Background: an optimization exercise with open tools, aiming at small area, a short achievable clock period and few clock cycles. Do not read the settings as production practice.
Where RTL was checked, it was by simulation tests only, not by an equivalence proof against the original.
For run 1, only the layout was checked, not whether the RTL still works.

`design.v`:
```
module grd_sha256 (
    input  wire         clk,
    input  wire         rst,         
    input  wire         in_valid,
    output wire         in_ready,
    input  wire [31:0]  in_word,
    output reg          out_valid,
    output wire [255:0] out_dig
);
    localparam [31:0] IV0 = 32'h6a09e667, IV1 = 32'hbb67ae85,
                      IV2 = 32'h3c6ef372, IV3 = 32'ha54ff53a,
                      IV4 = 32'h510e527f, IV5 = 32'h9b05688c,
                      IV6 = 32'h1f83d9ab, IV7 = 32'h5be0cd19;
    reg  [7:0]  n;
    reg  [31:0] a, b, c, d, e, f, g, h;
    reg  [511:0] wq;      
    wire [31:0] w [0:15];
    genvar gi;
    generate for (gi = 0; gi < 16; gi = gi + 1) begin : g_w
        assign w[gi] = wq[32*gi +: 32];
    end endgenerate
    reg  [31:0] hkw;      
    reg  [31:0] dhkw;     
    wire load   = (n < 8'd16);
    wire stall  = load & ~in_valid;
    wire init   = (n < 8'd2);                         
    wire ffa    = (n >= 8'd66) & (n <= 8'd69);
    wire ffb    = (n >= 8'd134);
    wire ff     = ffa | ffb;
    wire rundb  = (n >= 8'd70) & (n <= 8'd133);       
    wire wsched = (n <= 8'd63);
    assign in_ready = load;
    reg [31:0] rom_k, rom_kw;
    always @(*) begin
        case (n[5:0])
            6'd1: rom_k = 32'h428a2f98;
            6'd2: rom_k = 32'h71374491;
            6'd3: rom_k = 32'hb5c0fbcf;
            6'd4: rom_k = 32'he9b5dba5;
            6'd5: rom_k = 32'h3956c25b;
            6'd6: rom_k = 32'h59f111f1;
            6'd7: rom_k = 32'h923f82a4;
            6'd8: rom_k = 32'hab1c5ed5;
            6'd9: rom_k = 32'hd807aa98;
            6'd10: rom_k = 32'h12835b01;
            6'd11: rom_k = 32'h243185be;
            6'd12: rom_k = 32'h550c7dc3;
            6'd13: rom_k = 32'h72be5d74;
            6'd14: rom_k = 32'h80deb1fe;
            6'd15: rom_k = 32'h9bdc06a7;
            6'd16: rom_k = 32'hc19bf174;
            6'd17: rom_k = 32'he49b69c1;
            6'd18: rom_k = 32'hefbe4786;
            6'd19: rom_k = 32'h0fc19dc6;
            6'd20: rom_k = 32'h240ca1cc;
            6'd21: rom_k = 32'h2de92c6f;
            6'd22: rom_k = 32'h4a7484aa;
            6'd23: rom_k = 32'h5cb0a9dc;
            6'd24: rom_k = 32'h76f988da;
            6'd25: rom_k = 32'h983e5152;
            6'd26: rom_k = 32'ha831c66d;
            6'd27: rom_k = 32'hb00327c8;
            6'd28: rom_k = 32'hbf597fc7;
            6'd29: rom_k = 32'hc6e00bf3;
            6'd30: rom_k = 32'hd5a79147;
            6'd31: rom_k = 32'h06ca6351;
            6'd32: rom_k = 32'h14292967;
            6'd33: rom_k = 32'h27b70a85;
            6'd34: rom_k = 32'h2e1b2138;
            6'd35: rom_k = 32'h4d2c6dfc;
            6'd36: rom_k = 32'h53380d13;
            6'd37: rom_k = 32'h650a7354;
            6'd38: rom_k = 32'h766a0abb;
            6'd39: rom_k = 32'h81c2c92e;
            6'd40: rom_k = 32'h92722c85;
            6'd41: rom_k = 32'ha2bfe8a1;
            6'd42: rom_k = 32'ha81a664b;
            6'd43: rom_k = 32'hc24b8b70;
            6'd44: rom_k = 32'hc76c51a3;
            6'd45: rom_k = 32'hd192e819;
            6'd46: rom_k = 32'hd6990624;
            6'd47: rom_k = 32'hf40e3585;
            6'd48: rom_k = 32'h106aa070;
            6'd49: rom_k = 32'h19a4c116;
            6'd50: rom_k = 32'h1e376c08;
            6'd51: rom_k = 32'h2748774c;
            6'd52: rom_k = 32'h34b0bcb5;
            6'd53: rom_k = 32'h391c0cb3;
            6'd54: rom_k = 32'h4ed8aa4a;
            6'd55: rom_k = 32'h5b9cca4f;
            6'd56: rom_k = 32'h682e6ff3;
            6'd57: rom_k = 32'h748f82ee;
            6'd58: rom_k = 32'h78a5636f;
            6'd59: rom_k = 32'h84c87814;
            6'd60: rom_k = 32'h8cc70208;
            6'd61: rom_k = 32'h90befffa;
            6'd62: rom_k = 32'ha4506ceb;
            6'd63: rom_k = 32'hbef9a3f7;
            6'd0: rom_k = 32'hc67178f2;
        endcase
    end
    always @(*) begin
        case (n[5:0])
            6'd5: rom_kw = 32'hc28a2f98;
            6'd6: rom_kw = 32'h71374491;
            6'd7: rom_kw = 32'hb5c0fbcf;
            6'd8: rom_kw = 32'he9b5dba5;
            6'd9: rom_kw = 32'h3956c25b;
            6'd10: rom_kw = 32'h59f111f1;
            6'd11: rom_kw = 32'h923f82a4;
            6'd12: rom_kw = 32'hab1c5ed5;
            6'd13: rom_kw = 32'hd807aa98;
            6'd14: rom_kw = 32'h12835b01;
            6'd15: rom_kw = 32'h243185be;
            6'd16: rom_kw = 32'h550c7dc3;
            6'd17: rom_kw = 32'h72be5d74;
            6'd18: rom_kw = 32'h80deb1fe;
            6'd19: rom_kw = 32'h9bdc06a7;
            6'd20: rom_kw = 32'hc19bf374;
            6'd21: rom_kw = 32'h649b69c1;
            6'd22: rom_kw = 32'hf0fe4786;
            6'd23: rom_kw = 32'h0fe1edc6;
            6'd24: rom_kw = 32'h240cf254;
            6'd25: rom_kw = 32'h4fe9346f;
            6'd26: rom_kw = 32'h6cc984be;
            6'd27: rom_kw = 32'h61b9411e;
            6'd28: rom_kw = 32'h16f988fa;
            6'd29: rom_kw = 32'hf2c65152;
            6'd30: rom_kw = 32'ha88e5a6d;
            6'd31: rom_kw = 32'hb019fc65;
            6'd32: rom_kw = 32'hb9d99ec7;
            6'd33: rom_kw = 32'h9a1231c3;
            6'd34: rom_kw = 32'he70eeaa0;
            6'd35: rom_kw = 32'hfdb1232b;
            6'd36: rom_kw = 32'hc7353eb0;
            6'd37: rom_kw = 32'h3069bad5;
            6'd38: rom_kw = 32'hcb976d5f;
            6'd39: rom_kw = 32'h5a0f118f;
            6'd40: rom_kw = 32'hdc1eeefd;
            6'd41: rom_kw = 32'h0a35b689;
            6'd42: rom_kw = 32'hde0b7a04;
            6'd43: rom_kw = 32'h58f4ca9d;
            6'd44: rom_kw = 32'he15d5b16;
            6'd45: rom_kw = 32'h007f3e86;
            6'd46: rom_kw = 32'h37088980;
            6'd47: rom_kw = 32'ha507ea32;
            6'd48: rom_kw = 32'h6fab9537;
            6'd49: rom_kw = 32'h17406110;
            6'd50: rom_kw = 32'h0d8cd6f1;
            6'd51: rom_kw = 32'hcdaa3b6d;
            6'd52: rom_kw = 32'hc0bbbe37;
            6'd53: rom_kw = 32'h83613bda;
            6'd54: rom_kw = 32'hdb48a363;
            6'd55: rom_kw = 32'h0b02e931;
            6'd56: rom_kw = 32'h6fd15ca7;
            6'd57: rom_kw = 32'h521afaca;
            6'd58: rom_kw = 32'h31338431;
            6'd59: rom_kw = 32'h6ed41a95;
            6'd60: rom_kw = 32'h6d437890;
            6'd61: rom_kw = 32'hc39c91f2;
            6'd62: rom_kw = 32'h9eccabbd;
            6'd63: rom_kw = 32'hb5c9a0e6;
            6'd0: rom_kw = 32'h532fb63c;
            6'd1: rom_kw = 32'hd2c741c6;
            6'd2: rom_kw = 32'h07237ea3;
            6'd3: rom_kw = 32'ha4954b68;
            6'd4: rom_kw = 32'h4c191d76;
        endcase
    end
    wire [31:0] rom = n[7] | (n[6] & |n[5:0]) ? rom_kw : rom_k;
    reg [31:0] ivx, ivy;  
    always @(*) begin
        case (n[1:0])
            2'd2:    begin ivx = IV3; ivy = IV7; end
            2'd3:    begin ivx = IV2; ivy = IV6; end
            2'd0:    begin ivx = IV1; ivy = IV5; end
            default: begin ivx = IV0; ivy = IV4; end
        endcase
    end
    wire [31:0] win  = {in_word[7:0], in_word[15:8], in_word[23:16], in_word[31:24]};
    wire [31:0] ss0  = {w[1][6:0], w[1][31:7]} ^ {w[1][17:0], w[1][31:18]} ^ (w[1] >> 3);
    wire [31:0] ss1  = {w[14][16:0], w[14][31:17]} ^ {w[14][18:0], w[14][31:19]} ^ (w[14] >> 10);
    wire [31:0] wnew = ss1 + w[9] + ss0 + w[0];
    wire [31:0] ffx   = ffb ? w[12] : ivx;
    wire [31:0] ffy   = ffb ? w[4]  : ivy;
    wire [31:0] sum_a = ffx + d;
    wire [31:0] sum_e = ffy + h;
    wire [31:0] nh   = init ? h : g;
    wire [31:0] nd   = init ? d : c;
    wire [31:0] wop  = (n <= 8'd64) ? w[15] : 32'd0;
    wire [31:0] hkw_n  = nh + rom + wop;
    wire [31:0] dhkw_n = nd + nh + rom + wop;
    wire [31:0] s1   = {e[5:0], e[31:6]} ^ {e[10:0], e[31:11]} ^ {e[24:0], e[31:25]};
    wire [31:0] ch   = (e & f) ^ (~e & g);
    wire [31:0] s0   = {a[1:0], a[31:2]} ^ {a[12:0], a[31:13]} ^ {a[21:0], a[31:22]};
    wire [31:0] maj  = (a & b) ^ (a & c) ^ (b & c);
    wire [31:0] e_new = s1 + ch + dhkw;
    wire [31:0] a_new = s1 + ch + s0 + maj + hkw;
    always @(posedge clk) begin
        if (rst) begin
            n         <= 8'd0;
            out_valid <= 1'b0;
        end else begin
            out_valid <= (n == 8'd137);
            if (!stall)
                n <= (n == 8'd137) ? 8'd0 : n + 8'd1;
        end
    end
    always @(posedge clk) begin
        if (init) begin
            a <= IV0; b <= IV1; c <= IV2; d <= IV3;
            e <= IV4; f <= IV5; g <= IV6; h <= IV7;
        end else if (!stall) begin
            a <= ff ? sum_a : a_new;
            b <= a; c <= b; d <= c;
            e <= ff ? sum_e : e_new;
            f <= e; g <= f; h <= g;
        end
    end
    always @(posedge clk) begin
        if (!stall) begin
            hkw  <= hkw_n;
            dhkw <= dhkw_n;
        end
    end
    always @(posedge clk) begin
        if (!stall && !rundb) begin
            wq[223:0]   <= wq[255:32];
            wq[255:224] <= ff ? sum_e : w[8];
            wq[479:256] <= wq[511:288];
            wq[511:480] <= load ? win : wsched ? wnew : sum_a;
        end
    end
    function [31:0] bswap(input [31:0] x);
        bswap = {x[7:0], x[15:8], x[23:16], x[31:24]};
    endfunction
    assign out_dig = {bswap(h), bswap(g), bswap(f), bswap(e),
                      bswap(d), bswap(c), bswap(b), bswap(a)};
endmodule
```
`run.sh`:
```
#!/bin/bash
# synth_recipe.tcl (not shown) runs the flow's synth.tcl, then flattens the netlist and writes it again
# the make line also repeats each setting of config.mk as NAME=value (left out here)
make -C /OpenROAD-flow-scripts/flow DESIGN_CONFIG=/design/flow/config.mk WORK_HOME=/design/flow/orfs CLKGATE_MAP_FILE= SYNTH_SCRIPT=/design/flow/synth_recipe.tcl finish
```
`config.mk`:
```
export PLATFORM = sky130hd
export DESIGN_NAME = grd_sha256
export DESIGN_NICKNAME = grd_sha256
export VERILOG_FILES = /design/flow/design.v
export SDC_FILE = /design/flow/constraint.sdc
export NUM_CORES = 4
export LEC_CHECK = 0
export CAP_MARGIN = 20
export CORE_MARGIN = 2
export CORE_UTILIZATION = 40
export PLACE_DENSITY = 0.6
export SLEW_MARGIN = 20
```
`constraint.sdc`:
```
create_clock -name core_clock -period 12.0 [get_ports {clk}]
set_input_delay 2.4000 -clock core_clock [delete_from_list [all_inputs] [get_ports {clk}]]
set_output_delay 2.4000 -clock core_clock [all_outputs]
set_load 0.01 [all_outputs]
```
==> results.txt, run 1 <==
status finished clean; routability cong. 1.058; number of global-route vias before repair 44,210; Initial Util 0.4030; DR DRC count 0; endpoints failing hold 0; core area 0.1394 mm^2; post-synth net total 6,394; WHS Path Cells 0; worst-path fanout max 71; routing usage on met1 0.4786; Vias/cell 5.937; GRT Resource Usage Total 0.3455; ANT nets after route 0; Setup crit start kind flip-flop; area growth from synthesis to layout 14.83%; synthesized flop and latch total 905; period utilization 0.6376; Setup TNS Final 0 ps; Final min period 7651 ps; Port Buffers 292; Top delay family on crit path compound AO/OA/AOI/OAI gates; Ys Warns 1; met2 Track Usage GR 0.5114; clk slew on worst S/H paths 60 ps; Hold Crit Class reg -> reg; CTS tree yes; DP HPWL 191,700 um; Clock H-tree levels 3; async set-reset flop share out of synthesis 0; CTS-repair resized insts 0; Worst-Skew Late Latency 770 ps; RSZ-0062 raised after global routing false; Synth cell types 95; CP bufs+invs 3; Chip Width 378.7 um; fmax 130.7 MHz; share of the synthesized area in the top cell type 0.3080; Syn Area/Cell 9.580 um^2; M3 GR Usage 0.08219; CP arrival 8120 ps; fin cells 7,977; clk sink count 905; smallest hold slack 370.3 ps; clock skew 65.52 ps; Root Buffer Master clkbuf_16; Max Buffers Root-to-Sink 3; Slew headroom 0.1177; busiest metal layer after global routing met2; area leader, netlist edfxtp_1; synthesized area 0.05616 mm^2; number of buffers added for setup after CTS 0; drt wl/cell 31.48 um; I/O pins 293; DR vias 47,360; global-route wire length before repair 348,100 um; row cnt 137; drt pass-1 iters 6; Worst-Margin Slew 1314 ps; list of most frequent post-synthesis cells nand2_1 (966), edfxtp_1 (576), a21oi_1 (448); number of synthesized flops with an enable pin 576; top area cells in the synthesized netlist edfxtp_1 (31%), dfxtp_1 (12%), fa_1 (7.9%); Cells after Synth 5,862; fraction of layout cells with a size suffix above 1 0.05889; Critical Path Stages 20; die height 378.7 um; Main synth FF type edfxtp_1; Worst Setup End Kind flip-flop; Setup Viol. Count Final 0; most frequent cell after synthesis nand2_1; gr ovfl total 0; drt total wl 251,100 um; Maximum Capacitance Violations 0; Setup CP Type reg -> reg; Crit-path slowest cell or4_4; largest net degree at the start of global routing 193; reg2reg path depth 20; Starting DRT DRC Count 5,955; TritonCTS buffer count 102; Hold-fix buffers, CTS 0; slowest stage delay, CP 860 ps; critical path, cell by cell or4_1 -> or4_4 -> buf_4 -> nand2_1 -> nand2_1 -> inv_1 -> fa_1 -> inv_1 -> fa_1 -> ha_1 -> a21o_1 -> a31oi_1 -> o21ai_0 -> a221oi_1 -> a21oi_1 -> o41ai_2 -> o211a_1 -> o21bai_1 -> a21oi_1 -> xnor2_1; Die ar. 0.1434 mm^2; # placed instances 7,779; antenna violations before repair 4; required time of the critical path 12,470 ps; Util after Layout 0.4627; Slew Limit Fails 0; final net count 6,540; register area share after synthesis 0.4253
## layer usage
layer,up-vias,share of wire
li1,20760,-
met4,2,0.053
met2,2666,0.43
met5,-,0.000052
met3,539,0.095
met1,23390,0.42
## cell type report
cell class,instances,area [um^2]
diodes,5,12.51
clock buffers,132,2781
clock inverters,60,690.7
fillers,13240,74870
inverters,368,1393
multi-input cells,4251,29710
flip-flops and latches,905,23880
well taps,1876,2347
repair buffers,380,3666
## layout by cell type (no fill, tap or decap), types with 31 or more instances in the layout
cell and count:
nand2_1 964, edfxtp_1 576, a21oi_1 447, inv_1 363, xnor2_1 347, nor2_1 338, dfxtp_1 329, o21ai_0 327
clkdlybuf4s50_1 292, ha_1 273, fa_1 222, nand3_1 190, a21o_1 135, xor2_1 123, clkbuf_16 104, buf_4 82
nor3_1 79, a31oi_1 74, a211oi_1 64, mux2_2 53, nand2b_1 44, o211ai_1 33, o21a_1 32, maj3_1 31
## through the flow
stage                     setup WS, ps  area [um^2]
final                             4349        64490
after detailed placement          4529        60930
after CTS                         4499        64410
after global routing              3964        64480
after floorplan                  -4732        56210
after global placement            4593        60930
## worst register-to-register path: stages (launching register included)
cell	delay [ps]
dfxtp_1	670
or4_1	570
or4_4	870
buf_4	890
nand2_1	200
nand2_1	410
inv_1	130
fa_1	550
inv_1	60
fa_1	430
ha_1	400
a21o_1	230
a31oi_1	150
o21ai_0	100
a221oi_1	510
a21oi_1	190
o41ai_2	430
o211a_1	260
o21bai_1	80
a21oi_1	190
xnor2_1	80
## sequential cells by signal (all words and copies together) (netlist names)
register,flops
hkw,32
c,32
d,32
f,32
out_valid,1
n,8
e,32
g,32
wq,512
a,32
h,32
rom_k,32
b,32
dhkw,32
rom_kw,32
## path summary, 6_finish.rpt
check / from / end / slack (ps)
max: n[6] / dhkw[31] / 4350
min: wq[418] / wq[386] / 370
max reg2reg: n[6] / dhkw[31] / 4350
min reg2reg: wq[418] / wq[386] / 370
## cells by family after synthesis
logic type	Yosys count	synth area share
AOI/OAI and AO/OA	1399	0.1570
DFF	905	0.4253
buffers and inverters	706	0.04821
adders and majority gates	528	0.1459
xor gates and xnor gates	477	0.07452
muxes	80	0.01544
and+or+nand+nor	1767	0.1336
==> run 2, diff against run 1 <==
--- a/design.v
+++ b/design.v
@@ -13,5 +13,9 @@
                       IV6 = 32'h1f83d9ab, IV7 = 32'h5be0cd19;
-    reg  [7:0]  n;
-    reg  [31:0] a, b, c, d, e, f, g, h;
+    reg  [7:0]   n;
+    reg  [31:0]  a, b, c, d, e, f, g, h;
     reg  [511:0] wq;      
+    reg  [31:0]  hkw;     
+    reg  [31:0]  kreg;    
+    reg  [31:0]  wr;      
+    reg          vr;      
     wire [31:0] w [0:15];
@@ -21,16 +25,46 @@
     end endgenerate
-    reg  [31:0] hkw;      
-    reg  [31:0] dhkw;     
-    wire load   = (n < 8'd16);
-    wire stall  = load & ~in_valid;
-    wire init   = (n < 8'd2);                         
-    wire ffa    = (n >= 8'd66) & (n <= 8'd69);
-    wire ffb    = (n >= 8'd134);
-    wire ff     = ffa | ffb;
-    wire rundb  = (n >= 8'd70) & (n <= 8'd133);       
-    wire wsched = (n <= 8'd63);
-    assign in_ready = load;
+    reg f_load, f_init, f_ffa, f_ffb, f_rundb, f_wsched, f_wop;
+    reg  f_lt15, f_eq15, f_last;
+    wire f_rdy = f_lt15 | f_last | (f_eq15 & ~vr);
+    wire stall = f_load & ~vr;
+    wire ff    = f_ffa | f_ffb;
+    wire [7:0] n1 = (n == 8'd137) ? 8'd0 : n + 8'd1;
+    assign in_ready = f_rdy;
+    wire acc = in_valid & f_rdy;
+    always @(posedge clk) begin
+        if (rst) begin
+            n         <= 8'd0;
+            out_valid <= 1'b0;
+            vr        <= 1'b0;
+            f_lt15    <= 1'b1;
+            f_eq15    <= 1'b0;
+            f_last    <= 1'b0;
+            f_load    <= 1'b1;
+            f_init    <= 1'b1;
+            f_ffa     <= 1'b0;
+            f_ffb     <= 1'b0;
+            f_rundb   <= 1'b0;
+            f_wsched  <= 1'b1;
+            f_wop     <= 1'b1;
+        end else begin
+            out_valid <= f_last;
+            vr        <= acc;
+            if (!stall) begin
+                n        <= n1;
+                f_load   <= (n1 < 8'd16);
+                f_lt15   <= (n1 < 8'd15);
+                f_eq15   <= (n1 == 8'd15);
+                f_last   <= (n1 == 8'd137);
+                f_init   <= (n1 < 8'd2);
+                f_ffa    <= (n1 >= 8'd66) & (n1 <= 8'd69);
+                f_ffb    <= (n1 >= 8'd134);
+                f_rundb  <= (n1 >= 8'd70) & (n1 <= 8'd133);
+                f_wsched <= (n1 <= 8'd63);
+                f_wop    <= (n1 <= 8'd64);
+            end
+        end
+    end
     reg [31:0] rom_k, rom_kw;
     always @(*) begin
-        case (n[5:0])
+        case (n1[5:0])
             6'd1: rom_k = 32'h428a2f98;
@@ -102,3 +136,3 @@
     always @(*) begin
-        case (n[5:0])
+        case (n1[5:0])
             6'd5: rom_kw = 32'hc28a2f98;
@@ -169,3 +203,5 @@
     end
-    wire [31:0] rom = n[7] | (n[6] & |n[5:0]) ? rom_kw : rom_k;
+    always @(posedge clk)
+        if (!stall)
+            kreg <= (n1 > 8'd64) ? rom_kw : rom_k;
     reg [31:0] ivx, ivy;  
@@ -179,15 +215,25 @@
     end
-    wire [31:0] win  = {in_word[7:0], in_word[15:8], in_word[23:16], in_word[31:24]};
+    function [63:0] csa(input [31:0] x, input [31:0] y, input [31:0] z);
+        reg [31:0] s, cy;
+        begin
+            s  = x ^ y ^ z;
+            cy = ((x & y) | (x & z) | (y & z)) << 1;
+            csa = {cy, s};
+        end
+    endfunction
+    always @(posedge clk)
+        wr <= {in_word[7:0], in_word[15:8], in_word[23:16], in_word[31:24]};
     wire [31:0] ss0  = {w[1][6:0], w[1][31:7]} ^ {w[1][17:0], w[1][31:18]} ^ (w[1] >> 3);
     wire [31:0] ss1  = {w[14][16:0], w[14][31:17]} ^ {w[14][18:0], w[14][31:19]} ^ (w[14] >> 10);
-    wire [31:0] wnew = ss1 + w[9] + ss0 + w[0];
-    wire [31:0] ffx   = ffb ? w[12] : ivx;
-    wire [31:0] ffy   = ffb ? w[4]  : ivy;
+    wire [63:0] ws1  = csa(w[0], w[9], ss0);
+    wire [63:0] ws2  = csa(ws1[31:0], ws1[63:32], ss1);
+    wire [31:0] wnew = ws2[31:0] + ws2[63:32];
+    wire [31:0] ffx   = f_ffb ? w[12] : ivx;
+    wire [31:0] ffy   = f_ffb ? w[4]  : ivy;
     wire [31:0] sum_a = ffx + d;
     wire [31:0] sum_e = ffy + h;
-    wire [31:0] nh   = init ? h : g;
-    wire [31:0] nd   = init ? d : c;
-    wire [31:0] wop  = (n <= 8'd64) ? w[15] : 32'd0;
-    wire [31:0] hkw_n  = nh + rom + wop;
-    wire [31:0] dhkw_n = nd + nh + rom + wop;
+    wire [31:0] nh   = f_init ? h : g;
+    wire [31:0] wop  = f_wop ? w[15] : 32'd0;
+    wire [63:0] hs1  = csa(nh, kreg, wop);
+    wire [31:0] hkw_n = hs1[31:0] + hs1[63:32];
     wire [31:0] s1   = {e[5:0], e[31:6]} ^ {e[10:0], e[31:11]} ^ {e[24:0], e[31:25]};
@@ -196,16 +242,11 @@
     wire [31:0] maj  = (a & b) ^ (a & c) ^ (b & c);
-    wire [31:0] e_new = s1 + ch + dhkw;
-    wire [31:0] a_new = s1 + ch + s0 + maj + hkw;
+    wire [63:0] es1  = csa(hkw, d, ch);
+    wire [63:0] es2  = csa(es1[31:0], es1[63:32], s1);
+    wire [31:0] e_new = es2[31:0] + es2[63:32];
+    wire [63:0] as1  = csa(hkw, ch, maj);
+    wire [63:0] as2  = csa(as1[31:0], as1[63:32], s0);
+    wire [63:0] as3  = csa(as2[31:0], as2[63:32], s1);
+    wire [31:0] a_new = as3[31:0] + as3[63:32];
     always @(posedge clk) begin
-        if (rst) begin
-            n         <= 8'd0;
-            out_valid <= 1'b0;
-        end else begin
-            out_valid <= (n == 8'd137);
-            if (!stall)
-                n <= (n == 8'd137) ? 8'd0 : n + 8'd1;
-        end
-    end
-    always @(posedge clk) begin
-        if (init) begin
+        if (f_init) begin
             a <= IV0; b <= IV1; c <= IV2; d <= IV3;
@@ -219,10 +260,7 @@
     end
+    always @(posedge clk)
+        if (!stall)
+            hkw <= hkw_n;
     always @(posedge clk) begin
-        if (!stall) begin
-            hkw  <= hkw_n;
-            dhkw <= dhkw_n;
-        end
-    end
-    always @(posedge clk) begin
-        if (!stall && !rundb) begin
+        if (!stall && !f_rundb) begin
             wq[223:0]   <= wq[255:32];
@@ -230,3 +268,3 @@
             wq[479:256] <= wq[511:288];
-            wq[511:480] <= load ? win : wsched ? wnew : sum_a;
+            wq[511:480] <= f_load ? wr : f_wsched ? wnew : sum_a;
         end
==> results.txt, run 2 <==
Cells after Synth 5,398 (was 5,862); main combinational cell family by area after synthesis compound AO/OA/AOI/OAI gates (unchanged); drt wl/cell 34.58 um (was 31.48 um); met2 Track Usage GR 0.5161 (was 0.5114); Setup TNS Final 0 ps (unchanged); period utilization 0.5310 (was 0.6376); Synth Area in Compound Gates 0.1623 (was 0.1570); CP arrival 6930 ps (was 8120 ps); most common cell after layout, fill and taps aside nand2_1 (unchanged); TritonCTS buffer count 101 (was 102); Register Area 0.02347 mm^2 (was 0.02388 mm^2); DR DRC count 0 (unchanged); smallest hold slack 385.0 ps (was 370.3 ps); endpoints failing hold 0 (unchanged); routability cong. 1.044 (was 1.058); worst-path fanout max 43 (was 71); reg-to-reg startpoint n[0] (was n[6]); slowest stage delay, CP 660 ps (was 860 ps); clk sink count 884 (was 905); share of the synthesized area in the top cell type 0.3238 (was 0.3080); I/O pins 293 (unchanged); CTS-repair resized insts 0 (unchanged); FF-to-FF End wq[508] (was dhkw[31]); Setup crit start kind flip-flop (unchanged); # fillers 12,570 (was 13,240); DR vias 45,860 (was 47,360); antenna violations before repair 10 (was 4); Clock H-tree levels 3 (unchanged); CTS tree yes (unchanged); Top delay family on crit path compound AO/OA/AOI/OAI gates (unchanged); synthesized area 0.05342 mm^2 (was 0.05616 mm^2); register area share after synthesis 0.4392 (was 0.4253); Initial Util 0.4018 (was 0.4030); synthesized flop and latch total 884 (was 905); WHS Path Cells 0 (unchanged); Die ar. 0.1365 mm^2 (was 0.1434 mm^2); required time of the critical path 12,560 ps (was 12,470 ps); Hold Crit Class reg -> reg (unchanged); Crit-path slowest cell nor4_1 (was or4_4); ANT nets after route 0 (unchanged); number of buffers added for setup after CTS 0 (unchanged); area leader, netlist edfxtp_1 (unchanged); clk slew on worst S/H paths 70 ps (was 60 ps); Hold-fix buffers, CTS 0 (unchanged); GRT Resource Usage Total 0.3687 (was 0.3455); Port Buffers 292 (unchanged); adder and majority gate portion of the synthesized area 0.1423 (was 0.1459); post-synth net total 5,888 (was 6,394); Syn Area/Cell 9.896 um^2 (was 9.580 um^2); list of most frequent post-synthesis cells nand2_1 (782), edfxtp_1 (576), a21oi_1 (424) (was nand2_1 (966), edfxtp_1 (576), a21oi_1 (448)); row cnt 134 (was 137); Worst-Margin Slew 1148 ps (was 1314 ps); multi-input logic area 0.02758 mm^2 (was 0.02971 mm^2); Starting DRT DRC Count 7,572 (was 5,955); reg2reg path depth 17 (was 20); status finished clean (unchanged); drt total wl 257,000 um (was 251,100 um); Util after Layout 0.4648 (was 0.4627); Largest register FFs 512 (unchanged); number of synthesized flops with an enable pin 576 (unchanged); post-synthesis simple-gate area fraction 0.1233 (was 0.1336); area growth from synthesis to layout 15.67% (was 14.83%); Setup CP Type reg -> reg (unchanged); die height 369.4 um (was 378.7 um); Root Buffer Master clkbuf_16 (unchanged); global-route wire length before repair 348,900 um (was 348,100 um); Ys Warns 1 (unchanged); top area cells in the synthesized netlist edfxtp_1 (32%), dfxtp_1 (12%), fa_1 (9.4%) (was edfxtp_1 (31%), dfxtp_1 (12%), fa_1 (7.9%)); most frequent cells in the layout nand2_1 (782), edfxtp_1 (576), a21oi_1 (424) (was nand2_1 (964), edfxtp_1 (576), a21oi_1 (447)); fraction of layout cells with a size suffix above 1 0.06200 (was 0.05889); async set-reset flop share out of synthesis 0 (unchanged); most frequent cell after synthesis nand2_1 (unchanged); Chip Width 369.4 um (was 378.7 um); busiest metal layer after global routing met2 (unchanged); Synth cell types 87 (was 95); Synth Area in XOR/XNOR 0.06853 (was 0.07452); Hold EP wq[412] (was wq[386]); routing usage on met1 0.5142 (was 0.4786); Setup Viol. Count Final 0 (unchanged); hold_sp wq[444] (was wq[418]); gr ovfl total 0 (unchanged); RSZ-0062 raised after global routing false (unchanged); Slew headroom 0.2297 (was 0.1177); Top reg by flops wq (unchanged); Maximum Capacitance Violations 0 (unchanged); largest net degree at the start of global routing 175 (was 193); mux contribution to synthesized area 0.01750 (was 0.01544); Vias/cell 6.170 (was 5.937); Main synth FF type edfxtp_1 (unchanged); number of global-route vias before repair 42,290 (was 44,210); final net count 6,064 (was 6,540); Worst Setup End Kind flip-flop (unchanged); drt pass-1 iters 6 (unchanged); Slew Limit Fails 0 (unchanged); Max Buffers Root-to-Sink 3 (unchanged); M3 GR Usage 0.1132 (was 0.08219); DP HPWL 197,800 um (was 191,700 um); fmax 156.9 MHz (was 130.7 MHz); CP bufs+invs 3 (unchanged); core area 0.1330 mm^2 (was 0.1394 mm^2); Final min period 6372 ps (was 7651 ps); Worst-Skew Late Latency 760 ps (was 770 ps); critical path, cell by cell buf_4 -> inv_1 -> ha_1 -> buf_4 -> nor2_1 -> a21o_1 -> fa_1 -> a211oi_1 -> nor4_1 -> o21ai_0 -> a31oi_1 -> a221oi_1 -> o31ai_1 -> nor2_1 -> xnor2_1 -> a2111oi_0 -> a21oi_1 (was or4_1 -> or4_4 -> buf_4 -> nand2_1 -> nand2_1 -> inv_1 -> fa_1 -> inv_1 -> fa_1 -> ha_1 -> a21o_1 -> a31oi_1 -> o21ai_0 -> a221oi_1 -> a21oi_1 -> o41ai_2 -> o211a_1 -> o21bai_1 -> a21oi_1 -> xnor2_1); clock skew 65.01 ps (was 65.52 ps); FF-to-FF setup slack 5630 ps (was 4350 ps)
==> run 2: cell types whose count changed after synthesis, sizes merged, moves of 26 or more <==
cell / delta
nand2: -185
ha: -70
nor2: -64
inv: -52
xnor2: -48
o21ai: -31
fa: +28
maj3: -28
o211ai: +28
mux2i: +27
a311oi: +26
==> run 2: worst max path at each step <==
stage	slack, ps	startpoint	endpoint	depth (start not counted)
final	5630	n[0]	wq[508]	17
after global routing	5390	n[0]	wq[508]	17
after CTS	5880	n[0]	wq[510]	18
after detailed placement	5900	n[0]	a[26]	18
after global placement	5790	n[0]	wq[509]	17
after floorplan	2900	f_load	wq[0]	6
==> run 2: cell type report <==
class | count | share of cell area
Timing Repair Buffer | 413 | 0.06301
Tap cell | 1768 | 0.03580
Inverter | 318 | 0.01950
Clock buffer | 126 | 0.04378
Clock inverter | 64 | 0.01166
Sequential cell | 884 | 0.3798
Antenna cell | 3 | 0.0001215
Multi-Input combinational cell | 3856 | 0.4463
==> run 2: cells by family after synthesis <==
logic type	count (synthesis)
AO/OA/AOI/OAI	1368
XOR/XNOR	418
adder cells (fa/ha/maj)	458
buffers and inverters	658
flip-flops	884
multiplexers	89
AND/OR/NAND/NOR	1523
==> run 2: worst register-to-register path: stages (launching register included) <==
cell,delay (ps)
dfxtp_1,320
buf_4,470
inv_1,520
ha_1,410
buf_4,240
nor2_1,410
a21o_1,180
fa_1,240
a211oi_1,140
nor4_1,660
o21ai_0,340
a31oi_1,410
a221oi_1,230
o31ai_1,460
nor2_1,100
xnor2_1,660
a2111oi_0,250
a21oi_1,160
==> run 2: stage by stage <==
step	instance area, um^2	worst slack (ps)	cells
floorplan	53430	2898	5398
global placement	58330	5795	7238
detailed placement	58350	5905	7239
CTS	61780	5876	7429
global route	61780	5395	7429
finish	61790	5628	7432
==> run 2: metal layers <==
| layer | wire length (um) | share of wire | up-vias |
|---|---|---|---|
| met2 | 105000 | 0.41 | 3038 |
| met1 | 106200 | 0.41 | 22840 |
| met5 | 23 | 0.000089 | - |
| met3 | 30750 | 0.12 | 598 |
| met4 | 15070 | 0.059 | 4 |
| li1 | - | - | 19380 |
Testbench counts of run 2, summed over its fixed seeds: cycles 82,812.
==> run 3, diff against run 2 <==
--- a/design.v
+++ b/design.v
@@ -44,2 +44,3 @@
             f_ffa     <= 1'b0;
+            f_ffs     <= 4'd0;
             f_ffb     <= 1'b0;
@@ -59,2 +60,3 @@
                 f_ffa    <= (n1 >= 8'd66) & (n1 <= 8'd69);
+                f_ffs    <= {n1 == 8'd69, n1 == 8'd68, n1 == 8'd67, n1 == 8'd66};
                 f_ffb    <= (n1 >= 8'd134);
@@ -206,11 +208,7 @@
             kreg <= (n1 > 8'd64) ? rom_kw : rom_k;
-    reg [31:0] ivx, ivy;  
-    always @(*) begin
-        case (n[1:0])
-            2'd2:    begin ivx = IV3; ivy = IV7; end
-            2'd3:    begin ivx = IV2; ivy = IV6; end
-            2'd0:    begin ivx = IV1; ivy = IV5; end
-            default: begin ivx = IV0; ivy = IV4; end
-        endcase
-    end
+    reg  [3:0]  f_ffs;    
+    wire [31:0] ivx = ({32{f_ffs[0]}} & IV3) | ({32{f_ffs[1]}} & IV2) |
+                      ({32{f_ffs[2]}} & IV1) | ({32{f_ffs[3]}} & IV0);
+    wire [31:0] ivy = ({32{f_ffs[0]}} & IV7) | ({32{f_ffs[1]}} & IV6) |
+                      ({32{f_ffs[2]}} & IV5) | ({32{f_ffs[3]}} & IV4);
     function [63:0] csa(input [31:0] x, input [31:0] y, input [31:0] z);
==> flow/run.sh (new file) <==
#!/bin/bash
# Layout flow: the standard flow (standard.sh, unchanged synthesis and
# steps), with the timing repair aiming at a larger setup margin so that the
# layout runs at a shorter period than the 12 ns constraint requires.
set -euo pipefail
bash standard.sh SETUP_SLACK_MARGIN=7.5 finish > standard_flow.log 2>&1
==> standard.sh (new file) <==
#!/bin/bash
# synth_recipe.tcl (not shown) runs the flow's synth.tcl, then flattens the netlist and writes it again
# the make line also repeats each setting of config.mk as NAME=value (left out here)
make -C /OpenROAD-flow-scripts/flow DESIGN_CONFIG=/design/flow/config.mk WORK_HOME=/design/flow/orfs CLKGATE_MAP_FILE= SYNTH_SCRIPT=/design/flow/synth_recipe.tcl "${@:-finish}"
removed: run.sh
==> results.txt, run 3 <==
status finished clean (unchanged); Top reg by flops wq (unchanged); most frequent cell after synthesis nand2_1 (unchanged); # fillers 12,290 (was 12,570); number of global-route vias before repair 43,380 (was 42,290); GRT Resource Usage Total 0.3655 (was 0.3687); Maximum Capacitance Violations 0 (unchanged); DP Area 0.05877 mm^2 (was 0.05835 mm^2); CTS tree yes (unchanged); Chip Width 371.3 um (was 369.4 um); Vias/cell 6.109 (was 6.170); FF-to-FF setup slack 7160 ps (was 5630 ps); async set-reset flop share out of synthesis 0 (unchanged); Root Buffer Master clkbuf_16 (unchanged); row cnt 134 (unchanged); Synth cell types 86 (was 87); endpoints failing hold 0 (unchanged); # placed instances 7,273 (was 7,239); Hold Crit Class reg -> reg (unchanged); Slew headroom 0.1746 (was 0.2297); post-synth net total 5,938 (was 5,888); Clock H-tree levels 3 (unchanged); synthesized area 0.05396 mm^2 (was 0.05342 mm^2); number of synthesized flops with an enable pin 576 (unchanged); Crit-path slowest cell fa_1 (was nor4_1); I/O pins 293 (unchanged); Max Buffers Root-to-Sink 3 (unchanged); fmax 206.6 MHz (was 156.9 MHz); register area share after synthesis 0.4363 (was 0.4392); global-route wire length before repair 349,100 um (was 348,900 um); Worst-Margin Slew 1234 ps (was 1148 ps); CP bufs+invs 3 (unchanged); Setup CP Type reg -> reg (unchanged); synthesized flop and latch total 888 (was 884); Worst Setup End Kind flip-flop (unchanged); critical path, cell by cell buf_4 -> xor2_1 -> xnor2_1 -> fa_1 -> fa_1 -> inv_1 -> ha_2 -> a211oi_2 -> o21ai_0 -> o211ai_1 -> buf_4 -> a21oi_4 -> a221o_1 -> a21oi_2 -> o21bai_1 -> mux2i_1 -> o31ai_1 -> a211oi_1 (was buf_4 -> inv_1 -> ha_1 -> buf_4 -> nor2_1 -> a21o_1 -> fa_1 -> a211oi_1 -> nor4_1 -> o21ai_0 -> a31oi_1 -> a221oi_1 -> o31ai_1 -> nor2_1 -> xnor2_1 -> a2111oi_0 -> a21oi_1); DR DRC count 0 (unchanged); DR vias 46,350 (was 45,860); Port Buffers 292 (unchanged); routability cong. 1.054 (was 1.044); largest net degree at the start of global routing 159 (was 175); drt pass-1 iters 6 (unchanged); worst-path fanout max 6 (was 43); Starting DRT DRC Count 6,066 (was 7,572); Initial Util 0.4038 (was 0.4018); CP arrival 5410 ps (was 6930 ps); Main synth FF type edfxtp_1 (unchanged); final worst slack 7159 ps (was 5628 ps); Setup TNS Final 0 ps (unchanged); Worst-Skew Late Latency 750 ps (was 760 ps); antenna violations before repair 11 (was 10); Final min period 4841 ps (was 6372 ps); list of most frequent post-synthesis cells nand2_1 (760), edfxtp_1 (576), a21oi_1 (472) (was nand2_1 (782), edfxtp_1 (576), a21oi_1 (424)); period utilization 0.4034 (was 0.5310); Setup Viol. Count Final 0 (unchanged); Setup crit start kind flip-flop (unchanged); Final Instance Area 0.06539 mm^2 (was 0.06179 mm^2); Ys Warns 1 (unchanged); TritonCTS buffer count 99 (was 101); most frequent cells in the layout nand2_1 (747), edfxtp_1 (576), a21oi_1 (440) (was nand2_1 (782), edfxtp_1 (576), a21oi_1 (424)); RSZ-0062 raised after global routing true (was false); Place WS 6116 ps (was 5905 ps); drt total wl 257,400 um (was 257,000 um); top area cells in the synthesized netlist edfxtp_1 (32%), dfxtp_1 (12%), fa_1 (9.3%) (was edfxtp_1 (32%), dfxtp_1 (12%), fa_1 (9.4%)); DP HPWL 192,700 um (was 197,800 um); slowest stage delay, CP 520 ps (was 660 ps); Slew Limit Fails 0 (unchanged); Cells after Synth 5,449 (was 5,398); required time of the critical path 12,570 ps (was 12,560 ps); share of the synthesized area in the top cell type 0.3206 (was 0.3238); Hold-fix buffers, CTS 0 (unchanged); gr ovfl total 0 (unchanged); most common cell after layout, fill and taps aside nand2_1 (unchanged); final net count 6,214 (was 6,064); clock skew 51.79 ps (was 65.01 ps); clk slew on worst S/H paths 60 ps (was 70 ps); die height 371.3 um (was 369.4 um); fin cells 7,587 (was 7,432); area growth from synthesis to layout 21.20% (was 15.67%); ANT nets after route 0 (unchanged); drt wl/cell 33.93 um (was 34.58 um); area leader, netlist edfxtp_1 (unchanged); Syn Area/Cell 9.902 um^2 (was 9.896 um^2); clk sink count 888 (was 884); fraction of layout cells with a size suffix above 1 0.1494 (was 0.06200); Die ar. 0.1378 mm^2 (was 0.1365 mm^2); Top delay family on crit path compound AO/OA/AOI/OAI gates (unchanged); core area 0.1336 mm^2 (was 0.1330 mm^2); Largest register FFs 512 (unchanged)
## run 3: logic make-up after synthesis
family,count (synthesis),share of synthesized area
AND/OR/NAND/NOR,1523,0.1288
AO/OA/AOI/OAI,1386,0.1598
flip-flops,888,0.4363
buffers and inverters,686,0.04854
adder cells (fa/ha/maj),457,0.1406
XOR/XNOR,422,0.06850
multiplexers,87,0.01748
## run 3: area by class of cell
cell class                 instances  area [um^2]  area share
tap                             1768         2212     0.03383
clock inverter                    69        783.3     0.01198
sequential                       888        23790      0.3638
inverter                         343         1310     0.02003
antenna                           10        25.02   0.0003827
multi-input combinational       3877        29790      0.4556
clock buffer                     116         2582     0.03949
timing repair buffer             516         4900     0.07493
## run 3: metal layers
| layer | share of wire | global-route usage |
|---|---|---|
| met1 | 0.40 | 0.4914 |
| met2 | 0.42 | 0.5254 |
| met3 | 0.12 | 0.1176 |
| met4 | 0.062 | 0.1862 |
| met5 | 0.00080 | 0 |
## run 3: stage by stage
stage / utilization / hold WS (ps)
after global placement: 0.4397 / 400.4
after detailed placement: 0.4398 / 404.5
after global routing: 0.4892 / 391.0
after floorplan: - / 400.3
after CTS: 0.4788 / 377.5
final: 0.4894 / 384.3
## run 3: what timing repair did
action / in CTS / in global routing
endpoints found under the hold margin: 0 / 0
setup endpoints to repair: 178 / 103
gates resized for setup: 387 / 231
cloned: 2 / 1
pin swaps: 75 / 134
setup buffers: 61 / 55
## run 3: path summary, 6_finish.rpt
check / startpoint / endpoint / cells after the start
setup / recovery: a[20] / a[28] / 18
hold / removal: wq[382] / wq[350] / 0
setup reg to reg: a[20] / a[28] / 18
hold reg to reg: wq[382] / wq[350] / 0
## run 3: worst register-to-register path: stages (launching register included)
cell and delay (ps):
dfxtp_1 440, buf_4 260, xor2_1 350, xnor2_1 170, fa_1 520, fa_1 510, inv_1 50, ha_2 320
a211oi_2 240, o21ai_0 140, o211ai_1 190, buf_4 180, a21oi_4 100, a221o_1 400, a21oi_2 220, o21bai_1 120
mux2i_1 130, o31ai_1 210, a211oi_1 110
Testbench counts of run 3, summed over its fixed seeds: cycles 82,812.
==> run 4, diff against run 3 <==
--- a/design.v
+++ b/design.v
@@ -14,2 +14,3 @@
     reg  [7:0]   n;
+    reg  [3:0]   sc;      
     reg  [31:0]  a, b, c, d, e, f, g, h;
@@ -25,10 +26,21 @@
     end endgenerate
-    reg f_load, f_init, f_ffa, f_ffb, f_rundb, f_wsched, f_wop;
-    reg  f_lt15, f_eq15, f_last;
-    wire f_rdy = f_lt15 | f_last | (f_eq15 & ~vr);
-    wire stall = f_load & ~vr;
+    reg  f_load, f_ffa, f_ffb, f_rot, f_wh, f_wsched, f_wop;
+    reg  f_lt15, f_last, f_n0, f_n1;
+    reg  [3:0] f_ffs;     
+    reg  sz;              
+    reg  stall, hold, pass;
+    wire take  = f_load & vr & sz;              
     wire ff    = f_ffa | f_ffb;
-    wire [7:0] n1 = (n == 8'd137) ? 8'd0 : n + 8'd1;
-    assign in_ready = f_rdy;
-    wire acc = in_valid & f_rdy;
+    assign in_ready = f_last | (f_load & ~vr) | (f_lt15 & take);
+    wire acc = in_valid & in_ready;
+    wire [7:0] n1   = (n == 8'd137) ? 8'd0 : n + 8'd1;
+    wire [7:0] nn   = stall ? n : n1;           
+    wire       vr_n = acc | (vr & ~take);
+    wire [3:0] sc_n = (stall & ~f_n0) ? sc + 4'd1 : sc;    
+    wire       load_n  = (nn < 8'd16);
+    wire       n0_n    = (nn == 8'd0);
+    wire       n1_n    = (nn == 8'd1);
+    wire       ffa_n   = (nn >= 8'd66) & (nn <= 8'd69);
+    wire       ffb_n   = (nn >= 8'd134);
+    wire       stall_n = load_n & ~(vr_n & (sc_n == 4'd0));
     always @(posedge clk) begin
@@ -36,9 +48,14 @@
             n         <= 8'd0;
+            sc        <= 4'd0;
+            sz        <= 1'b1;
             out_valid <= 1'b0;
             vr        <= 1'b0;
+            stall     <= 1'b1;
+            hold      <= 1'b1;
+            pass      <= 1'b1;
             f_lt15    <= 1'b1;
-            f_eq15    <= 1'b0;
             f_last    <= 1'b0;
+            f_n0      <= 1'b1;
+            f_n1      <= 1'b0;
             f_load    <= 1'b1;
-            f_init    <= 1'b1;
             f_ffa     <= 1'b0;
@@ -46,3 +63,4 @@
             f_ffb     <= 1'b0;
-            f_rundb   <= 1'b0;
+            f_rot     <= 1'b0;
+            f_wh      <= 1'b0;
             f_wsched  <= 1'b1;
@@ -51,22 +69,29 @@
             out_valid <= f_last;
-            vr        <= acc;
-            if (!stall) begin
-                n        <= n1;
-                f_load   <= (n1 < 8'd16);
-                f_lt15   <= (n1 < 8'd15);
-                f_eq15   <= (n1 == 8'd15);
-                f_last   <= (n1 == 8'd137);
-                f_init   <= (n1 < 8'd2);
-                f_ffa    <= (n1 >= 8'd66) & (n1 <= 8'd69);
-                f_ffs    <= {n1 == 8'd69, n1 == 8'd68, n1 == 8'd67, n1 == 8'd66};
-                f_ffb    <= (n1 >= 8'd134);
-                f_rundb  <= (n1 >= 8'd70) & (n1 <= 8'd133);
-                f_wsched <= (n1 <= 8'd63);
-                f_wop    <= (n1 <= 8'd64);
-            end
+            vr        <= vr_n;
+            sc        <= sc_n;
+            sz        <= (sc_n == 4'd0);
+            stall     <= stall_n;
+            hold      <= stall_n | n1_n;
+            pass      <= stall_n | n1_n | n0_n | ffa_n | ffb_n;
+            n         <= nn;
+            f_load    <= load_n;
+            f_lt15    <= (nn < 8'd15);
+            f_last    <= (nn == 8'd137);
+            f_n0      <= n0_n;
+            f_n1      <= n1_n;
+            f_ffa     <= ffa_n;
+            f_ffs     <= {nn == 8'd69, nn == 8'd68, nn == 8'd67, nn == 8'd66};
+            f_ffb     <= ffb_n;
+            f_rot     <= (nn >= 8'd71);
+            f_wh      <= (nn >= 8'd67) & (nn <= 8'd70);
+            f_wsched  <= (nn <= 8'd63);
+            f_wop     <= (nn <= 8'd64);
         end
     end
+    always @(posedge clk)
+        if (in_ready)
+            wr <= {in_word[7:0], in_word[15:8], in_word[23:16], in_word[31:24]};
     reg [31:0] rom_k, rom_kw;
     always @(*) begin
-        case (n1[5:0])
+        case (nn[5:0])
             6'd1: rom_k = 32'h428a2f98;
@@ -138,3 +163,3 @@
     always @(*) begin
-        case (n1[5:0])
+        case (nn[5:0])
             6'd5: rom_kw = 32'hc28a2f98;
@@ -206,5 +231,3 @@
     always @(posedge clk)
-        if (!stall)
-            kreg <= (n1 > 8'd64) ? rom_kw : rom_k;
-    reg  [3:0]  f_ffs;    
+        kreg <= (nn > 8'd64) ? rom_kw : rom_k;
     wire [31:0] ivx = ({32{f_ffs[0]}} & IV3) | ({32{f_ffs[1]}} & IV2) |
@@ -221,4 +244,21 @@
     endfunction
-    always @(posedge clk)
-        wr <= {in_word[7:0], in_word[15:8], in_word[23:16], in_word[31:24]};
+    function [31:0] add(input [31:0] x, input [31:0] y);
+        reg [31:0] g, p, gn, pn;
+        integer k, i, j;
+        begin
+            g = x & y;
+            p = x ^ y;
+            for (k = 0; k < 5; k = k + 1) begin
+                gn = g; pn = p;
+                for (i = 0; i < 32; i = i + 1)
+                    if ((i >> k) & 1) begin
+                        j = ((i >> k) << k) - 1;
+                        gn[i] = g[i] | (p[i] & g[j]);
+                        pn[i] = p[i] & p[j];
+                    end
+                g = gn; p = pn;
+            end
+            add = x ^ y ^ {g[30:0], 1'b0};
+        end
+    endfunction
     wire [31:0] ss0  = {w[1][6:0], w[1][31:7]} ^ {w[1][17:0], w[1][31:18]} ^ (w[1] >> 3);
@@ -227,11 +267,6 @@
     wire [63:0] ws2  = csa(ws1[31:0], ws1[63:32], ss1);
-    wire [31:0] wnew = ws2[31:0] + ws2[63:32];
-    wire [31:0] ffx   = f_ffb ? w[12] : ivx;
-    wire [31:0] ffy   = f_ffb ? w[4]  : ivy;
-    wire [31:0] sum_a = ffx + d;
-    wire [31:0] sum_e = ffy + h;
-    wire [31:0] nh   = f_init ? h : g;
+    wire [31:0] wnew = add(ws2[31:0], ws2[63:32]);
     wire [31:0] wop  = f_wop ? w[15] : 32'd0;
-    wire [63:0] hs1  = csa(nh, kreg, wop);
-    wire [31:0] hkw_n = hs1[31:0] + hs1[63:32];
+    wire [63:0] hs1  = csa(g, kreg, wop);
+    wire [31:0] hkw_n = add(hs1[31:0], hs1[63:32]);
     wire [31:0] s1   = {e[5:0], e[31:6]} ^ {e[10:0], e[31:11]} ^ {e[24:0], e[31:25]};
@@ -242,3 +277,2 @@
     wire [63:0] es2  = csa(es1[31:0], es1[63:32], s1);
-    wire [31:0] e_new = es2[31:0] + es2[63:32];
     wire [63:0] as1  = csa(hkw, ch, maj);
@@ -246,11 +280,20 @@
     wire [63:0] as3  = csa(as2[31:0], as2[63:32], s1);
-    wire [31:0] a_new = as3[31:0] + as3[63:32];
+    wire [31:0] ffx  = f_ffb ? w[13] : ivx;
+    wire [31:0] ffy  = f_ffb ? w[5]  : ivy;
+    wire [31:0] xa   = f_n0 ? IV0 : hold ? a : ffx;
+    wire [31:0] ya   = (f_n0 | hold) ? 32'd0 : d;
+    wire [31:0] xe   = f_n0 ? IV4 : hold ? e : ffy;
+    wire [31:0] ye   = (f_n0 | hold) ? 32'd0 : h;
+    wire [31:0] e_new = add(pass ? xe : es2[31:0], pass ? ye : es2[63:32]);
+    wire [31:0] a_new = add(pass ? xa : as3[31:0], pass ? ya : as3[63:32]);
     always @(posedge clk) begin
-        if (f_init) begin
-            a <= IV0; b <= IV1; c <= IV2; d <= IV3;
-            e <= IV4; f <= IV5; g <= IV6; h <= IV7;
+        a <= a_new;
+        e <= e_new;
+        if (f_n0) begin
+            b <= IV1; c <= IV2; d <= IV3;
+            f <= IV5; g <= IV7; h <= IV7;
+        end else if (f_n1) begin
+            if (!stall) g <= IV6;
         end else if (!stall) begin
-            a <= ff ? sum_a : a_new;
             b <= a; c <= b; d <= c;
-            e <= ff ? sum_e : e_new;
             f <= e; g <= f; h <= g;
@@ -262,8 +305,7 @@
     always @(posedge clk) begin
-        if (!stall && !f_rundb) begin
-            wq[223:0]   <= wq[255:32];
-            wq[255:224] <= ff ? sum_e : w[8];
-            wq[479:256] <= wq[511:288];
-            wq[511:480] <= f_load ? wr : f_wsched ? wnew : sum_a;
-        end
+        wq[223:0]   <= wq[255:32];
+        wq[255:224] <= f_wh ? e : w[8];
+        wq[479:256] <= wq[511:288];
+        wq[511:480] <= ((f_load & ~take) | f_rot) ? w[0] :
+                       f_load ? wr : f_wsched ? wnew : a;
     end
==> flow/run.sh (replaced) <==
#!/bin/bash
# Layout flow: the standard flow (standard.sh: the standard synthesis and
# steps), with two changes to how the layout is made:
#  - the timing repair aims at a larger setup margin, so that the layout runs
#    at a shorter period than the 12 ns constraint requires;
#  - the port buffers that global placement inserts are buf_4 cells.
# The full make output goes to standard_flow.log; ORFS keeps each step's log
# under orfs/logs.
set -euo pipefail
bash standard.sh SETUP_SLACK_MARGIN=8 "BUFFER_PORTS_ARGS=-buffer_cell sky130_fd_sc_hd__buf_4" finish > standard_flow.log 2>&1
==> results.txt, run 4 <==
global-route wire length before repair 318,400 um (was 349,100 um); drt pass-1 iters 8 (was 6); TritonCTS buffer count 93 (was 99); area leader, netlist dfxtp_1 (was edfxtp_1); endpoints failing hold 0 (unchanged); Top reg by flops wq (unchanged); most frequent cells in the layout dfxtp_1 (695), nand2_1 (545), buf_4 (467) (was nand2_1 (747), edfxtp_1 (576), a21oi_1 (440)); Max Buffers Root-to-Sink 3 (unchanged); met2 Track Usage GR 0.5610 (was 0.5254); Setup Viol. Count Final 0 (unchanged); Largest register FFs 512 (unchanged); Port Buffers 292 (unchanged); FF-to-FF setup slack 7160 ps (about the same); CP arrival 5410 ps (about the same); Starting DRT DRC Count 5,587 (was 6,066); DR vias 40,490 (was 46,350); fmax 206.6 MHz (about the same); Final min period 4841 ps (about the same); period utilization 0.4034 (about the same); fraction of layout cells with a size suffix above 1 0.2314 (was 0.1494); antenna violations before repair 14 (was 11); synthesized flop and latch total 896 (was 888); Syn Area/Cell 9.515 um^2 (was 9.902 um^2); row cnt 123 (was 134); Worst-Skew Late Latency 720 ps (was 750 ps); DR DRC count 0 (unchanged); clk sink count 896 (was 888); Die ar. 0.1153 mm^2 (was 0.1378 mm^2); hold_sp wq[241] (was wq[382]); Vias/cell 6.096 (was 6.109); Hold EP wq[209] (was wq[350]); final net count 5,497 (was 6,214); routability cong. 1.037 (was 1.054); Synth cell types 88 (was 86); Main synth FF type dfxtp_1 (was edfxtp_1); top area cells in the synthesized netlist dfxtp_1 (37%), fa_1 (12%), nand2_1 (4.7%) (was edfxtp_1 (32%), dfxtp_1 (12%), fa_1 (9.3%)); core area 0.1120 mm^2 (was 0.1336 mm^2); Root Buffer Master clkbuf_16 (unchanged); busiest metal layer after global routing met2 (unchanged); worst-path fanout max 4 (was 6); gr ovfl total 0 (unchanged); Setup CP Type reg -> reg (unchanged); die height 339.5 um (was 371.3 um); Worst Setup End Kind flip-flop (unchanged); clock skew 53.08 ps (was 51.79 ps); Cells after Synth 4,733 (was 5,449); DP HPWL 175,100 um (was 192,700 um); ANT nets after route 0 (unchanged); Slew headroom 0.2414 (was 0.1746); number of synthesized flops with an enable pin 64 (was 576); share of the synthesized area in the top cell type 0.3699 (was 0.3206); CTS tree yes (unchanged); Worst-Margin Slew 1134 ps (was 1234 ps); WHS Path Cells 0 (unchanged); M3 GR Usage 0.1268 (was 0.1176); most frequent cell after synthesis dfxtp_1 (was nand2_1); required time of the critical path 12,570 ps (about the same); Chip Width 339.5 um (was 371.3 um); drt wl/cell 35.41 um (was 33.93 um); reg-to-reg startpoint a[10] (was a[20]); Setup crit start kind flip-flop (unchanged); routing usage on met1 0.5510 (was 0.4914); list of most frequent post-synthesis cells dfxtp_1 (832), nand2_1 (561), a21oi_1 (345) (was nand2_1 (760), edfxtp_1 (576), a21oi_1 (472)); most common cell after layout, fill and taps aside dfxtp_1 (was nand2_1); FF-to-FF End a[29] (was a[28]); RSZ-0062 raised after global routing true (unchanged); area growth from synthesis to layout 23.92% (was 21.20%); post-synth net total 5,177 (was 5,938); I/O pins 293 (unchanged); register area share after synthesis 0.4125 (was 0.4363); Maximum Capacitance Violations 0 (unchanged); Clock H-tree levels 3 (unchanged); Setup TNS Final 0 ps (unchanged); clk slew on worst S/H paths 70 ps (was 60 ps); Slew Limit Fails 0 (unchanged); Hold Crit Class reg -> reg (unchanged); async set-reset flop share out of synthesis 0 (unchanged); status finished clean (unchanged); Initial Util 0.4019 (was 0.4038); GRT Resource Usage Total 0.3971 (was 0.3655); number of global-route vias before repair 37,740 (was 43,380); synthesized area 0.04503 mm^2 (was 0.05396 mm^2); reg2reg path depth 18 (unchanged); largest net degree at the start of global routing 119 (was 159); Ys Warns 1 (unchanged); drt total wl 235,200 um (was 257,400 um)
==> run 4: cell types whose count changed after synthesis, moves of 57 or more <==
| cell | previous run | this run |
|---|---|---|
| a21oi_1 | 472 | 345 |
| dfxtp_1 | 312 | 832 |
| edfxtp_1 | 576 | 64 |
| ha_1 | 204 | 147 |
| nand2_1 | 760 | 561 |
| nor2_1 | 274 | 215 |
| xnor2_1 | 299 | 226 |
==> run 4: cells by family (layout without fill, tap and decap cells) <==
family                     after synthesis  after routing  synth area share
xor gates and xnor gates               366            366           0.07152
AOI/OAI and AO/OA                     1128           1128            0.1591
adders and majority gates              411            411            0.1578
DFF                                    896            896            0.4125
buffers and inverters                  645           1041           0.05518
and+or+nand+nor                       1207           1207            0.1241
other                                    0             13                 0
muxes                                   80             80           0.01981
==> run 4: worst max path at each step <==
stage,startpoint,to,slack [ps],depth (start not counted)
after global placement,a[16],a[31],6220,15
after CTS,e[12],a[31],7260,16
final,a[10],a[29],7160,18
after detailed placement,e[13],a[31],6260,15
after floorplan,e[12],a[31],7540,17
after global routing,a[10],a[29],7080,18
==> run 4: through the flow <==
step                      area, um^2  hold WS [ps]  instances    util  worst slack [ps]
final                          55800         273.7       6642  0.4981              7159
after global routing           55770         272.3       6629  0.4978              7077
after CTS                      54830         275.0       6601  0.4894              7261
after detailed placement       49050         312.1       6318  0.4378              6262
after global placement         49050         309.9       6318  0.4378              6216
after floorplan                45440         309.6       4733       -              7543
==> run 4: metal layers <==
metal | routed length (um) | vias up
met2 | 96200 | 2853
met3 | 30080 | 538
met1 | 96020 | 20300
li1 | - | 16790
met5 | 230 | -
met4 | 12650 | 12
==> run 4: worst max-delay path, cell delays in order (launching register included) <==
cell	delay [ps]
dfxtp_4	430
a21o_1	120
o21ai_1	80
fa_1	600
fa_1	460
fa_1	530
a22oi_1	220
ha_2	350
buf_6	140
nand3_2	70
a21boi_2	80
o311ai_4	470
a21oi_4	100
o31a_1	350
o2111ai_2	250
buf_4	170
nand2_4	50
a211oi_2	180
nor2_1	50
==> run 4: timing repair <==
item / in CTS / in global routing
gates resized for setup: 478 / 178
cloned: 2 / 0
endpoints found under the setup margin: 171 / 100
buffers inserted: 110 / 28
pin swaps: 106 / 63
hold buffers: 0 / 0
==> run 4: final cells by class <==
class / count / area, um^2
antenna: 13 / 32.53
clock buffer: 133 / 2704
clock inverter: 38 / 551.8
fill: 10590 / 56230
inverter: 329 / 1244
multi-input combinational: 3192 / 25930
sequential: 896 / 18920
tap: 1500 / 1877
timing repair buffer: 541 / 4546
Testbench counts of run 4, summed over its fixed seeds: cycles 82,812.

-- afterwards: timing with drivers on the ports --
The flow's constraints put no driver on any port. The routed layouts listed below were extracted and timed again, unchanged, in two steps. Step 1 assumes that a clkbuf_16 drives the clock port and a buf_2 every other input. Step 2 adds t to the input delays and takes it off the output delays; t is the mean of the earliest and latest rising clock arrival at the registers after step 1. Input paths then give back, and output paths get back, about the clock's delay inside the block. Slacks: ideal ports / drivers / drivers and shift; pairs: ideal ports / drivers.
run | shift t [ns] | slack for setup (ns) | pins driven straight from the clock port
run 1 | 0.825 | 4.349 / 4.349 / 4.349 | 1
run 2 | 0.809 | 5.628 / 5.628 / 5.628 | 1
run 3 | 0.798 | 7.159 / 7.159 / 7.159 | 1
run 4 | 0.770 | 7.159 / 7.159 / 7.159 | 1
After both steps every run listed still meets setup and hold.
